From an optimization exercise on the open Yosys and OpenROAD flow, aimed at small area, a short achievable clock period and few clock cycles per item; shortcuts taken in it are not production practice.
RTL that was checked went through simulation tests only; none was proved equivalent to the original.

==> run M <==
// rank_arm
module rank_arm #(
    parameter NCELL = 32,            
    parameter VW    = 12             
) (
    input  wire                   clk,
    input  wire                   rst,           
    input  wire                   start,
    output wire                   ready,
    output wire                   done,
    input  wire                   active,        
    input  wire                   fb,            
    input  wire signed [7:0]      n_ins,         
    input  wire                   s_neg,         
    input  wire [NCELL*VW-1:0]    volt,          
    input  wire [NCELL-1:0]       byp,           
    input  wire [NCELL-1:0]       excl,          
    input  wire [VW-1:0]          band,          
    input  wire [6:0]             swap_limit,    
    input  wire [4:0]             dwell,         
    input  wire [7:0]             debt_bound,    
    output wire [2*NCELL-1:0]     pol,           
    output wire signed [7:0]      level,
    output wire signed [7:0]      debt,
    output wire [5:0]             nsw,
    output reg  [4:0]             nswap,
    output wire [8:0]             discarded,
    output wire                   fault
);
Settings: LEC_CHECK=0, CAP_MARGIN=10, CORE_MARGIN=2, CORE_UTILIZATION=45, PLACE_DENSITY=0.65, SLEW_MARGIN=10, TNS_END_PERCENT=20; clock period 26.0 ns.
standard.sh (not shown) runs the stock make flow with config.mk's settings and CLKGATE_MAP_FILE= SYNTH_SCRIPT=/design/flow/synth_recipe.tcl, a recipe that flattens the netlist after the stock synthesis.
==> flow/flow/run.sh <==
#!/bin/bash
set -euo pipefail
export BUFFER_PORTS_ARGS="-buffer_cell sky130_fd_sc_hd__buf_1"
export SETUP_SLACK_MARGIN=13.5
bash standard.sh > standard.log 2>&1
==> inputs of run R, as changes to run M <==
--- a/flow/design.v
+++ b/flow/design.v
@@ -183,28 +183,74 @@
     output wire         gt
 );
     assign gt = a > b;
 endmodule
 module rank_popcnt #(
     parameter N = 32,                
-    parameter W = 6                  
+    parameter W = 7
 ) (
     input  wire [N-1:0] x,
     output wire [W-1:0] cnt
 );
-    wire [W-1:0] nd [0:2*N-2];
-    genvar i;
-    generate
-        for (i = 0; i < N; i = i + 1) begin : g_leaf
-            assign nd[N-1+i] = {{(W-1){1'b0}}, x[i]};
-        end
-        for (i = 0; i < N-1; i = i + 1) begin : g_node
-            assign nd[i] = nd[2*i+1] + nd[2*i+2];
-        end
-    endgenerate
-    assign cnt = nd[0];
+    wire t1, t2, t3, t4, t5, t6, t7, t8, t9, t10, t11, t12, t13, t14, t15, t16, t17, t18, t19, t20, t21, t22, t23, t24, t25, t26, t27, t28, t29, t30, t31, t32, t33, t34, t35, t36, t37, t38, t39, t40, t41, t42, t43, t44, t45, t46, t47, t48, t49, t50, t51, t52;
+    assign t1 = x[0] ^ x[1] ^ x[2];
+    assign t2 = (x[0] & x[1]) | (x[0] & x[2]) | (x[1] & x[2]);
+    assign t3 = x[3] ^ x[4] ^ x[5];
+    assign t4 = (x[3] & x[4]) | (x[3] & x[5]) | (x[4] & x[5]);
+    assign t5 = x[6] ^ x[7] ^ x[8];
+    assign t6 = (x[6] & x[7]) | (x[6] & x[8]) | (x[7] & x[8]);
+    assign t7 = x[9] ^ x[10] ^ x[11];
+    assign t8 = (x[9] & x[10]) | (x[9] & x[11]) | (x[10] & x[11]);
+    assign t9 = x[12] ^ x[13] ^ x[14];
+    assign t10 = (x[12] & x[13]) | (x[12] & x[14]) | (x[13] & x[14]);
+    assign t11 = x[15] ^ x[16] ^ x[17];
+    assign t12 = (x[15] & x[16]) | (x[15] & x[17]) | (x[16] & x[17]);
+    assign t13 = x[18] ^ x[19] ^ x[20];
+    assign t14 = (x[18] & x[19]) | (x[18] & x[20]) | (x[19] & x[20]);
+    assign t15 = x[21] ^ x[22] ^ x[23];
+    assign t16 = (x[21] & x[22]) | (x[21] & x[23]) | (x[22] & x[23]);
+    assign t17 = x[24] ^ x[25] ^ x[26];
+    assign t18 = (x[24] & x[25]) | (x[24] & x[26]) | (x[25] & x[26]);
+    assign t19 = x[27] ^ x[28] ^ x[29];
+    assign t20 = (x[27] & x[28]) | (x[27] & x[29]) | (x[28] & x[29]);
+    assign t21 = t1 ^ t3 ^ t5;
+    assign t22 = (t1 & t3) | (t1 & t5) | (t3 & t5);
+    assign t23 = t7 ^ t9 ^ t11;
+    assign t24 = (t7 & t9) | (t7 & t11) | (t9 & t11);
+    assign t25 = t13 ^ t15 ^ t17;
+    assign t26 = (t13 & t15) | (t13 & t17) | (t15 & t17);
+    assign t27 = t19 ^ x[30] ^ x[31];
+    assign t28 = (t19 & x[30]) | (t19 & x[31]) | (x[30] & x[31]);
+    assign t29 = t2 ^ t4 ^ t6;
+    assign t30 = (t2 & t4) | (t2 & t6) | (t4 & t6);
+    assign t31 = t8 ^ t10 ^ t12;
+    assign t32 = (t8 & t10) | (t8 & t12) | (t10 & t12);
+    assign t33 = t14 ^ t16 ^ t18;
+    assign t34 = (t14 & t16) | (t14 & t18) | (t16 & t18);
+    assign t35 = t21 ^ t23 ^ t25;
+    assign t36 = (t21 & t23) | (t21 & t25) | (t23 & t25);
+    assign t37 = t22 ^ t24 ^ t26;
+    assign t38 = (t22 & t24) | (t22 & t26) | (t24 & t26);
+    assign t39 = t28 ^ t29 ^ t31;
+    assign t40 = (t28 & t29) | (t28 & t31) | (t29 & t31);
+    assign t41 = t30 ^ t32 ^ t34;
+    assign t42 = (t30 & t32) | (t30 & t34) | (t32 & t34);
+    assign t43 = t36 ^ t37 ^ t39;
+    assign t44 = (t36 & t37) | (t36 & t39) | (t37 & t39);
+    assign t45 = t38 ^ t40 ^ t41;
+    assign t46 = (t38 & t40) | (t38 & t41) | (t40 & t41);
+    assign t47 = t43 ^ t33 ^ t20;
+    assign t48 = (t43 & t33) | (t43 & t20) | (t33 & t20);
+    assign t49 = t48 ^ t44 ^ t45;
+    assign t50 = (t48 & t44) | (t48 & t45) | (t44 & t45);
+    assign t51 = t50 ^ t46 ^ t42;
+    assign t52 = (t50 & t46) | (t50 & t42) | (t46 & t42);
+    wire [4:0] ra = {t52, t51, t49, t47, t35};
+    wire [4:0] rb = {1'b0, 1'b0, 1'b0, 1'b0, t27};
+    wire [5:0] sum = ra + rb;
+    assign cnt = {{(W-6){1'b0}}, sum};
 endmodule
 module rank_arm #(
     parameter NCELL = 32,            
     parameter VW    = 12             
 ) (
     input  wire                   clk,
@@ -321,17 +367,16 @@
         end
     end
     reg  [NCELL-1:0]  avail;
     wire [6:0]        nav;
     wire signed [7:0] dprev = fault ? 8'sd0 : cur_d;
     wire signed [9:0] raw   = n_ins + dprev;
-    wire signed [7:0] ndd = cur_l - tgt;                   
-    wire              n_lt_ndd;
-    rank_gtf #(.W(8)) u_rawneg (.a({~ndd[7], ndd[6:0]}), .b({~n_ins[7], n_ins[6:0]}),
-                               .gt(n_lt_ndd));
-    wire              raw_neg = fault ? n_ins[7] : n_lt_ndd;
+    wire signed [7:0] ndprev = fault ? 8'sd0 : (cur_l - tgt);
+    wire              raw_neg;
+    rank_gtf #(.W(8)) u_rawneg (.a({~ndprev[7], ndprev[6:0]}), .b({~n_ins[7], n_ins[6:0]}),
+                               .gt(raw_neg));
     wire              a_qn = fb && raw_neg && (avail != {NCELL{1'b0}});
     wire              p_qn = fb && n_ins[7];
     wire signed [9:0] nav_s = $signed({3'b000, nav});
     wire signed [9:0] a_r   = (raw > nav_s)                ? nav_s :
                               (fb && raw < -nav_s)         ? -nav_s :
                               (!fb && raw[9])              ? 10'sd0 : raw;
Settings changed: CAP_MARGIN 10 to 2, CORE_UTILIZATION 45 to 52, PLACE_DENSITY 0.65 to 0.7, SLEW_MARGIN 10 to 2.
==> inputs of run G, as changes to run M <==
--- a/flow/design.v
+++ b/flow/design.v
@@ -321,17 +321,16 @@
         end
     end
     reg  [NCELL-1:0]  avail;
     wire [6:0]        nav;
     wire signed [7:0] dprev = fault ? 8'sd0 : cur_d;
     wire signed [9:0] raw   = n_ins + dprev;
-    wire signed [7:0] ndd = cur_l - tgt;                   
-    wire              n_lt_ndd;
-    rank_gtf #(.W(8)) u_rawneg (.a({~ndd[7], ndd[6:0]}), .b({~n_ins[7], n_ins[6:0]}),
-                               .gt(n_lt_ndd));
-    wire              raw_neg = fault ? n_ins[7] : n_lt_ndd;
+    wire signed [7:0] ndprev = fault ? 8'sd0 : (cur_l - tgt);
+    wire              raw_neg;
+    rank_gtf #(.W(8)) u_rawneg (.a({~ndprev[7], ndprev[6:0]}), .b({~n_ins[7], n_ins[6:0]}),
+                               .gt(raw_neg));
     wire              a_qn = fb && raw_neg && (avail != {NCELL{1'b0}});
     wire              p_qn = fb && n_ins[7];
     wire signed [9:0] nav_s = $signed({3'b000, nav});
     wire signed [9:0] a_r   = (raw > nav_s)                ? nav_s :
                               (fb && raw < -nav_s)         ? -nav_s :
                               (!fb && raw[9])              ? 10'sd0 : raw;
Settings changed: CAP_MARGIN 10 to 2, CORE_UTILIZATION 45 to 52, PLACE_DENSITY 0.65 to 0.7, SLEW_MARGIN 10 to 2.
==> comparison table <==
item	run G	run M	run R
Worst hold slack after final layout	0.461 ns	0.449 ns	0.456 ns
Startpoint types	input pin	flop	flop
Number of filler instances in the final layout	9210	11.3k	9400
Met3 Wirelength	27.1 mm	26.2 mm	24.9 mm
Slew Viols, Final	0	0	4
Gp weighted congestion	1.06	1.04	1.05
Die width	319 um	346 um	322 um
Area of the multi-input gates	0.0394 mm^2	0.0407 mm^2	0.0399 mm^2
Number of detailed-route iterations in the first pass	10	9	9
Slowest stage cell, crit path	a2111oi_2	edfxtp_1	a2111oi_2
Initial cell density of the core	52.5%	45.3%	52.4%
Synth Area in Compound Gates	28.1%	28.5%	27.1%
Outcome	complete, no violations	complete, no violations	complete, but fails checks
Violated checks	-	-	max-capacitance violations, max-slew violations
Testbench counts of run R, summed over its fixed seeds: cycles 10,468, ticks 3,200.
Testbench counts of run G, summed over its fixed seeds: cycles 10,468, ticks 3,200.
The RTL of run M was laid out without a check of its function.

========
==> inputs of 11-28 <==
Another version of the RTL of rank_arm (not shown whole).
// rank_arm
module rank_arm #(
    parameter NCELL = 32,            
    parameter VW    = 12             
) (
    input  wire                   clk,
    input  wire                   rst,           
    input  wire                   start,
    output wire                   ready,
    output wire                   done,
    input  wire                   active,        
    input  wire                   fb,            
    input  wire signed [7:0]      n_ins,         
    input  wire                   s_neg,         
    input  wire [NCELL*VW-1:0]    volt,          
    input  wire [NCELL-1:0]       byp,           
    input  wire [NCELL-1:0]       excl,          
    input  wire [VW-1:0]          band,          
    input  wire [6:0]             swap_limit,    
    input  wire [4:0]             dwell,         
    input  wire [7:0]             debt_bound,    
    output wire [2*NCELL-1:0]     pol,           
    output wire signed [7:0]      level,
    output wire signed [7:0]      debt,
    output reg  [5:0]             nsw,
    output reg  [4:0]             nswap,
    output wire [8:0]             discarded,   
    output wire                   fault
);
export LEC_CHECK = 0
export CAP_MARGIN = 10
export CORE_MARGIN = 2
export CORE_UTILIZATION = 45
export PLACE_DENSITY = 0.65
export SLEW_MARGIN = 10
export TNS_END_PERCENT = 20
create_clock -name core_clock -period 26.0 [get_ports {clk}]
==> flow/flow/run.sh <==
#!/bin/bash
set -euo pipefail
export BUFFER_PORTS_ARGS="-buffer_cell sky130_fd_sc_hd__buf_1"
export SETUP_SLACK_MARGIN=13
bash standard.sh > standard.log 2>&1
==> 02-12: changes against 11-28 <==
--- a/flow/design.v
+++ b/flow/design.v
@@ -58,13 +58,36 @@
     parameter W = 12
 ) (
     input  wire [W-1:0] a,
     input  wire [W-1:0] b,
     output wire         gt
 );
-    assign gt = a > b;
+    localparam K = $clog2(W);
+    wire [W-1:0] g [0:K];
+    wire [W-1:0] p [0:K];
+    assign g[0] = a & ~b;
+    assign p[0] = a | ~b;
+    genvar k, j;
+    generate
+        for (k = 1; k <= K; k = k + 1) begin : g_lvl
+            localparam NIN = (W + (1 << (k-1)) - 1) >> (k-1);
+            for (j = 0; j < W; j = j + 1) begin : g_grp
+                if (2*j+1 < NIN) begin : g_two
+                    assign g[k][j] = g[k-1][2*j+1] | (p[k-1][2*j+1] & g[k-1][2*j]);
+                    assign p[k][j] = p[k-1][2*j+1] & p[k-1][2*j];
+                end else if (2*j < NIN) begin : g_one
+                    assign g[k][j] = g[k-1][2*j];
+                    assign p[k][j] = p[k-1][2*j];
+                end else begin : g_none
+                    assign g[k][j] = 1'b0;
+                    assign p[k][j] = 1'b0;
+                end
+            end
+        end
+    endgenerate
+    assign gt = g[K][0];
 endmodule
 module rank_gap #(
     parameter W = 12
 ) (
     input  wire [W-1:0] x,
     input  wire [W-1:0] y,
@@ -149,12 +172,21 @@
             vsel = vsel | ({VW{w[a]}} & v[a*VW +: VW]);
         end
     end
     assign found = |mask;
     assign win   = w;
 endmodule
+module rank_gtf #(
+    parameter W = 8
+) (
+    input  wire [W-1:0] a,
+    input  wire [W-1:0] b,
+    output wire         gt
+);
+    assign gt = a > b;
+endmodule
 module rank_popcnt #(
     parameter N = 32,                
     parameter W = 6                  
 ) (
     input  wire [N-1:0] x,
     output wire [W-1:0] cnt
@@ -191,29 +223,29 @@
     input  wire [6:0]             swap_limit,    
     input  wire [4:0]             dwell,         
     input  wire [7:0]             debt_bound,    
     output wire [2*NCELL-1:0]     pol,           
     output wire signed [7:0]      level,
     output wire signed [7:0]      debt,
-    output reg  [5:0]             nsw,
+    output wire [5:0]             nsw,
     output reg  [4:0]             nswap,
-    output wire [8:0]             discarded,   
+    output wire [8:0]             discarded,
     output wire                   fault
 );
     localparam IW   = $clog2(NCELL);
     localparam NGRP = 4;
     localparam GW   = $clog2(NGRP);
     localparam GSZ  = NCELL / NGRP;
     localparam LW   = IW - GW;
     reg               busy;          
     reg [2*NCELL-1:0] pol_r;         
     reg [5*NCELL-1:0] pin_r;         
     reg               qn;            
     reg               cs_pos;        
+    reg signed [9:0]  raw_r;         
     reg signed [7:0]  tgt;           
-    reg [8:0]         disc;          
     reg [6:0]         npos, nneg;    
     reg [VW-1:0]      band_r;
     reg [6:0]         slim_r;
     reg [7:0]         bound_r;
     reg [NGRP-1:0]    gi_ok, go_ok;
     reg [NGRP*LW-1:0] gi_c, go_c;
@@ -242,12 +274,14 @@
             5'd15: u_dw = 5'b11101;
             5'd16: u_dw = 5'b11110;
             default: u_dw = 5'b00000;
         endcase
     end
     integer c;
+    wire signed [9:0] disc_d = raw_r - tgt;
+    wire [8:0]        disc   = disc_d[9] ? -disc_d[8:0] : disc_d[8:0];
     wire signed [7:0] cur_l = $signed({1'b0, npos}) - $signed({1'b0, nneg});
     wire signed [7:0] cur_d = tgt - cur_l;                          
     wire [6:0]        d_abs = cur_d[7] ? -cur_d[6:0] : cur_d[6:0];  
     assign level     = cur_l;
     assign debt      = cur_d;
     assign discarded = disc;
@@ -270,15 +304,16 @@
     wire need_neg = !d_zero && (cur_d[7] != qn);
     wire [VW-1:0] gx = cs_pos ? co_v : ci_v;
     wire [VW-1:0] gy = cs_pos ? ci_v : co_v;
     wire          gap_ok;
     rank_gap #(.W(VW)) u_gap (.x(gx), .y(gy), .band(band_r), .gt(gap_ok));
     wire          swap_ok = ci_ok && co_ok && ({2'b00, nswap} < slim_r) && gap_ok;
-    wire do_ins = busy && ((need_pos && ci_ok) || (d_zero && swap_ok));
-    wire do_rem = busy && ((need_neg && co_ok) || (d_zero && swap_ok));
-    assign done  = busy && !do_ins && !do_rem;
+    reg  stale;
+    wire do_ins = busy && !stale && ((need_pos && ci_ok) || (d_zero && swap_ok));
+    wire do_rem = busy && !stale && ((need_neg && co_ok) || (d_zero && swap_ok));
+    assign done  = busy && !stale && !do_ins && !do_rem;
     assign ready = !busy || done;
     wire   acc   = ready && start;
     reg [NCELL-1:0] hit_i, hit_o;    
     always @* begin
         for (c = 0; c < NCELL; c = c + 1) begin
             hit_i[c] = do_ins && (ci_c == c);
@@ -288,75 +323,63 @@
     reg  [NCELL-1:0]  avail;
     wire [6:0]        nav;
     wire signed [7:0] dprev = fault ? 8'sd0 : cur_d;
     wire signed [9:0] raw   = n_ins + dprev;
     wire signed [7:0] ndprev = fault ? 8'sd0 : (cur_l - tgt);
     wire              raw_neg;
-    rank_gt #(.W(8)) u_rawneg (.a({~ndprev[7], ndprev[6:0]}), .b({~n_ins[7], n_ins[6:0]}),
+    rank_gtf #(.W(8)) u_rawneg (.a({~ndprev[7], ndprev[6:0]}), .b({~n_ins[7], n_ins[6:0]}),
                                .gt(raw_neg));
     wire              a_qn = fb && raw_neg && (avail != {NCELL{1'b0}});
-    reg signed [9:0]  a_r;
-    reg [8:0]         a_disc;
-    always @* begin
-        if (raw > $signed({3'b000, nav})) begin
-            a_r    = $signed({3'b000, nav});
-            a_disc = raw - $signed({3'b000, nav});
-        end else if (fb && raw < -$signed({3'b000, nav})) begin
-            a_r    = -$signed({3'b000, nav});
-            a_disc = -$signed({3'b000, nav}) - raw;
-        end else if (!fb && raw[9]) begin
-            a_r    = 10'sd0;
-            a_disc = -raw;
-        end else begin
-            a_r    = raw;
-            a_disc = 9'd0;
-        end
-    end
+    wire              p_qn = fb && n_ins[7];
+    wire signed [9:0] nav_s = $signed({3'b000, nav});
+    wire signed [9:0] a_r   = (raw > nav_s)                ? nav_s :
+                              (fb && raw < -nav_s)         ? -nav_s :
+                              (!fb && raw[9])              ? 10'sd0 : raw;
     always @* begin
         for (c = 0; c < NCELL; c = c + 1)
             avail[c] = !byp[c] && !excl[c];
     end
     rank_popcnt #(.N(NCELL), .W(7)) u_cnt_nav (.x(avail), .cnt(nav));
     reg [4:0]         a_pin  [0:NCELL-1];
     reg [NCELL-1:0]   a_unp;         
     reg [NCELL-1:0]   a_clr;         
-    reg [NCELL-1:0]   a_sw;          
     reg [NCELL-1:0]   a_pos, a_neg;  
-    wire [5:0]        a_nsw;
     wire [6:0]        a_npos, a_nneg;
     always @* begin
         for (c = 0; c < NCELL; c = c + 1) begin
             a_pin[c] = u_dec(pin_r[5*c +: 5]);
             a_unp[c] = (pin_r[5*c +: 4] == 4'd0);
             a_clr[c] = !byp[c] && pol_r[2*c] &&
                        (!active || (a_unp[c] &&
                                     (excl[c] || (pol_r[2*c+1] != a_qn))));
-            a_sw[c]  = pol_r[2*c] && (byp[c] || a_clr[c]);
             a_pos[c] = pol_r[2*c] && !pol_r[2*c+1] && !byp[c] && !a_clr[c];
             a_neg[c] = pol_r[2*c] &&  pol_r[2*c+1] && !byp[c] && !a_clr[c];
         end
     end
-    rank_popcnt #(.N(NCELL), .W(6)) u_cnt_sw  (.x(a_sw),  .cnt(a_nsw));
+    reg  [5:0] nz0;
+    reg  [4:0] nins;
+    assign nsw = nz0 - npos[5:0] - nneg[5:0] + {nins, 1'b0};
     rank_popcnt #(.N(NCELL), .W(7)) u_cnt_pos (.x(a_pos), .cnt(a_npos));
     rank_popcnt #(.N(NCELL), .W(7)) u_cnt_neg (.x(a_neg), .cnt(a_nneg));
     reg [NCELL-1:0] ins_mask, rem_mask;
     always @* begin
         for (c = 0; c < NCELL; c = c + 1) begin
             if (ready) begin
                 ins_mask[c] = avail[c] && a_unp[c] && !pol_r[2*c];
                 rem_mask[c] = avail[c] && a_unp[c] && pol_r[2*c] &&
-                              (pol_r[2*c+1] == a_qn);
+                              (pol_r[2*c+1] == p_qn);
             end else begin
                 ins_mask[c] = avail[c] && (pin_r[5*c +: 5] == 5'd0) &&
-                              !pol_r[2*c] && (ci_c != c);
+                              !pol_r[2*c] && (stale || ci_c != c);
                 rem_mask[c] = avail[c] && (pin_r[5*c +: 5] == 5'd0) &&
-                              pol_r[2*c] && (pol_r[2*c+1] == qn) && (co_c != c);
+                              pol_r[2*c] && (pol_r[2*c+1] == qn) &&
+                              (stale || co_c != c);
             end
         end
     end
-    wire s_cs_pos = ready ? (a_qn == s_neg) : cs_pos;
+    wire s_cs_pos = ready ? (p_qn == s_neg) : cs_pos;
     wire [NCELL/2-1:0] gt1;
     generate
         for (g = 0; g < NCELL/2; g = g + 1) begin : g_l1
             rank_gt #(.W(VW)) u_gt (
                 .a(volt[(2*g)*VW +: VW]), .b(volt[(2*g+1)*VW +: VW]), .gt(gt1[g]));
         end
@@ -376,56 +399,59 @@
                 .found(t_rem_ok[g]), .idx(t_rem_c[g*LW +: LW]), .vsel(t_rem_v[g*VW +: VW]));
         end
     endgenerate
     always @(posedge clk) begin
         if (rst) begin
             busy    <= 1'b0;
+            stale   <= 1'b0;
             pol_r   <= {2*NCELL{1'b0}};
             pin_r   <= {5*NCELL{1'b0}};
             qn      <= 1'b0;
             cs_pos  <= 1'b1;
+            raw_r   <= 10'sd0;
             tgt     <= 8'sd0;
-            disc    <= 9'd0;
             npos    <= 7'd0;
             nneg    <= 7'd0;
             gi_ok   <= {NGRP{1'b0}};
             go_ok   <= {NGRP{1'b0}};
         end else begin
             for (c = 0; c < NGRP; c = c + 1) begin
-                if (acc || do_ins || ci_g != c)
+                if (acc || stale || do_ins || ci_g != c)
                     gi_ok[c] <= t_ins_ok[c];
-                if (acc || do_rem || co_g != c)
+                if (acc || stale || do_rem || co_g != c)
                     go_ok[c] <= t_rem_ok[c];
             end
             if (acc) begin
                 for (c = 0; c < NCELL; c = c + 1) begin
                     if (byp[c] || a_clr[c])
                         pol_r[2*c +: 2] <= 2'b00;
                     pin_r[5*c +: 5] <= byp[c] ? 5'd0 : a_clr[c] ? u_dw : a_pin[c];
                 end
                 busy    <= 1'b1;
+                stale   <= active && (a_qn != p_qn);
                 if (active) begin
                     qn     <= a_qn;
                     cs_pos <= (a_qn == s_neg);
+                    raw_r  <= raw;
                     tgt    <= a_r[7:0];
-                    disc   <= a_disc;
                     npos   <= a_npos;
                     nneg   <= a_nneg;
                     gi_ok  <= t_ins_ok;
                     go_ok  <= t_rem_ok;
                 end else begin
                     qn     <= 1'b0;
                     cs_pos <= 1'b1;
+                    raw_r  <= 10'sd0;
                     tgt    <= 8'sd0;
-                    disc   <= 9'd0;
                     npos   <= 7'd0;
                     nneg   <= 7'd0;
                     gi_ok  <= {NGRP{1'b0}};
                     go_ok  <= {NGRP{1'b0}};
                 end
             end else begin
+                stale <= 1'b0;
                 if (done)
                     busy <= 1'b0;
                 for (c = 0; c < NCELL; c = c + 1) begin
                     if (hit_i[c])
                         pol_r[2*c +: 2] <= {qn, 1'b1};
                     if (hit_o[c])
@@ -442,29 +468,30 @@
                 end
             end
         end
     end
     always @(posedge clk) begin
         for (c = 0; c < NGRP; c = c + 1) begin
-            if (acc || do_ins || ci_g != c) begin
+            if (acc || stale || do_ins || ci_g != c) begin
                 gi_c[c*LW +: LW] <= t_ins_c[c*LW +: LW];
                 gi_v[c*VW +: VW] <= t_ins_v[c*VW +: VW];
             end
-            if (acc || do_rem || co_g != c) begin
+            if (acc || stale || do_rem || co_g != c) begin
                 go_c[c*LW +: LW] <= t_rem_c[c*LW +: LW];
                 go_v[c*VW +: VW] <= t_rem_v[c*VW +: VW];
             end
         end
         if (acc) begin
-            nsw     <= a_nsw;
+            nz0     <= npos[5:0] + nneg[5:0];
+            nins    <= 5'd0;
             nswap   <= 5'd0;
             band_r  <= band;
             slim_r  <= swap_limit;
             bound_r <= debt_bound;
-        end else if (do_ins && do_rem) begin
-            nsw   <= nsw + 6'd2;
-            nswap <= nswap + 5'd1;
-        end else if (do_ins || do_rem) begin
-            nsw   <= nsw + 6'd1;
+        end else begin
+            if (do_ins)
+                nins  <= nins + 5'd1;
+            if (do_ins && do_rem)
+                nswap <= nswap + 5'd1;
         end
     end
 endmodule
==> flow/flow/run.sh (replaced) <==
#!/bin/bash
set -euo pipefail
export BUFFER_PORTS_ARGS="-buffer_cell sky130_fd_sc_hd__buf_1"
export SETUP_SLACK_MARGIN=13.5
bash standard.sh > standard.log 2>&1
==> notes <==
- Of 11-28 and 02-12, 11-28 has the higher critical path depth (gap 18).
- Between 02-12 and 11-28, the lower wire length is in 11-28 (gap about 6.4%, measured against 11-28).
- Final area: 02-12 is smaller than 11-28 (about 7%).
- Of 11-28 and 02-12, 11-28 has the higher die area (gap 7.4%, measured against 02-12).
- Between 11-28 and 02-12, the lower flip-flop and latch count is in 11-28 (gap 6).
- Of 02-12 and 11-28, 11-28 has the higher clock-buffer cell count (gap 9).
- Sequential share of layout area: 11-28 is lower than 02-12 (1.4 points).
==> figures <==
| metric | 02-12 | 11-28 |
|---|---|---|
| Highest achievable clock rate | 0.08053 GHz | 0.07794 GHz |
| Status | complete, no violations | complete, no violations |
| Largest net degree at the start of global routing | 174 | 88 |
| GRT Total Usage | 0.4012 | 0.3499 |
| Proportion of cell area occupied by multi-input gates | 0.6595 | 0.6599 |
| Mapped cell area | 51720 sq um | 55600 sq um |
| Total number of placement rows | 124 | 128 |
| Final cycle utilization of the critical path | 0.4776 | 0.4935 |
| Routed len/inst | 27.77 um | 25.99 um |
| Final cell utilization of the core | 0.5232 | 0.5278 |
| Flip-flop and latch count after synthesis | 430 | 424 |
| Initial antenna violation count | 27 | 30 |
| Worst setup skew after layout | 0.02221 ns | 0.03288 ns |
| Worst Hold Endpoint | raw_r[0] | disc[1] |
| Routed WL | 249700 um | 234600 um |
| Cell type with the largest total area after synthesis | dfxtp_1 | ha_1 |
| Type of the worst setup path | reg2out | in2reg |
| Buffers & Inverters on Critical Path | 4 | 11 |
| Total Die Area | 117700 sq um | 126400 sq um |
Testbench counts of 11-28, summed over its fixed seeds: cycles 10,467, ticks 3,200.
Testbench counts of 02-12, summed over its fixed seeds: cycles 10,468, ticks 3,200.

re-timing with driven ports:
How much do the figures lean on ideal ports? The routed layouts below were timed once more, with nothing changed but the port constraints. Step 1 (the two cells are an assumption about what drives the block):
set clk [get_ports {clk}]
set_driving_cell -lib_cell sky130_fd_sc_hd__clkbuf_16 $clk
set_driving_cell -lib_cell sky130_fd_sc_hd__buf_2 [delete_from_list [all_inputs] $clk]
Step 2, shift: input delay + t, output delay - t, t = (earliest + latest rising clock arrival at the registers) / 2. This alone moves slack from input paths to output paths. Slacks: no drivers / after step 1 / after step 2; pairs: no drivers / after step 1.
| run | t (ns) | setup WS [ns] | hold slack, ns | worst setup path after step 2 | latest minus earliest clock arrival (ns) |
|---|---|---|---|---|---|
| run M | 0.746 | 13.541 / 13.470 / 12.879 | 0.449 / 0.449 / 0.449 | input to register | 0.094 / 0.095 |
| run R | 0.720 | 13.515 / 13.515 / 12.873 | 0.456 / 0.456 / 0.456 | input to register | 0.038 / 0.038 |
| run G | 0.743 | 13.572 / 13.628 / 12.885 | 0.461 / 0.461 / 0.461 | input to register | 0.042 / 0.042 |
| 11-28 | 0.745 | 13.169 / 13.138 / 12.393 | 0.461 / 0.461 / 0.461 | input to register | 0.033 / 0.034 |
| 02-12 | 0.754 | 13.582 / 13.502 / 12.888 | 0.453 / 0.453 / 0.453 | input to register | 0.022 / 0.023 |
For 11-28, which loses most, drivers alone change the setup slack by -0.031 ns; drivers and shift together by -0.776 ns.
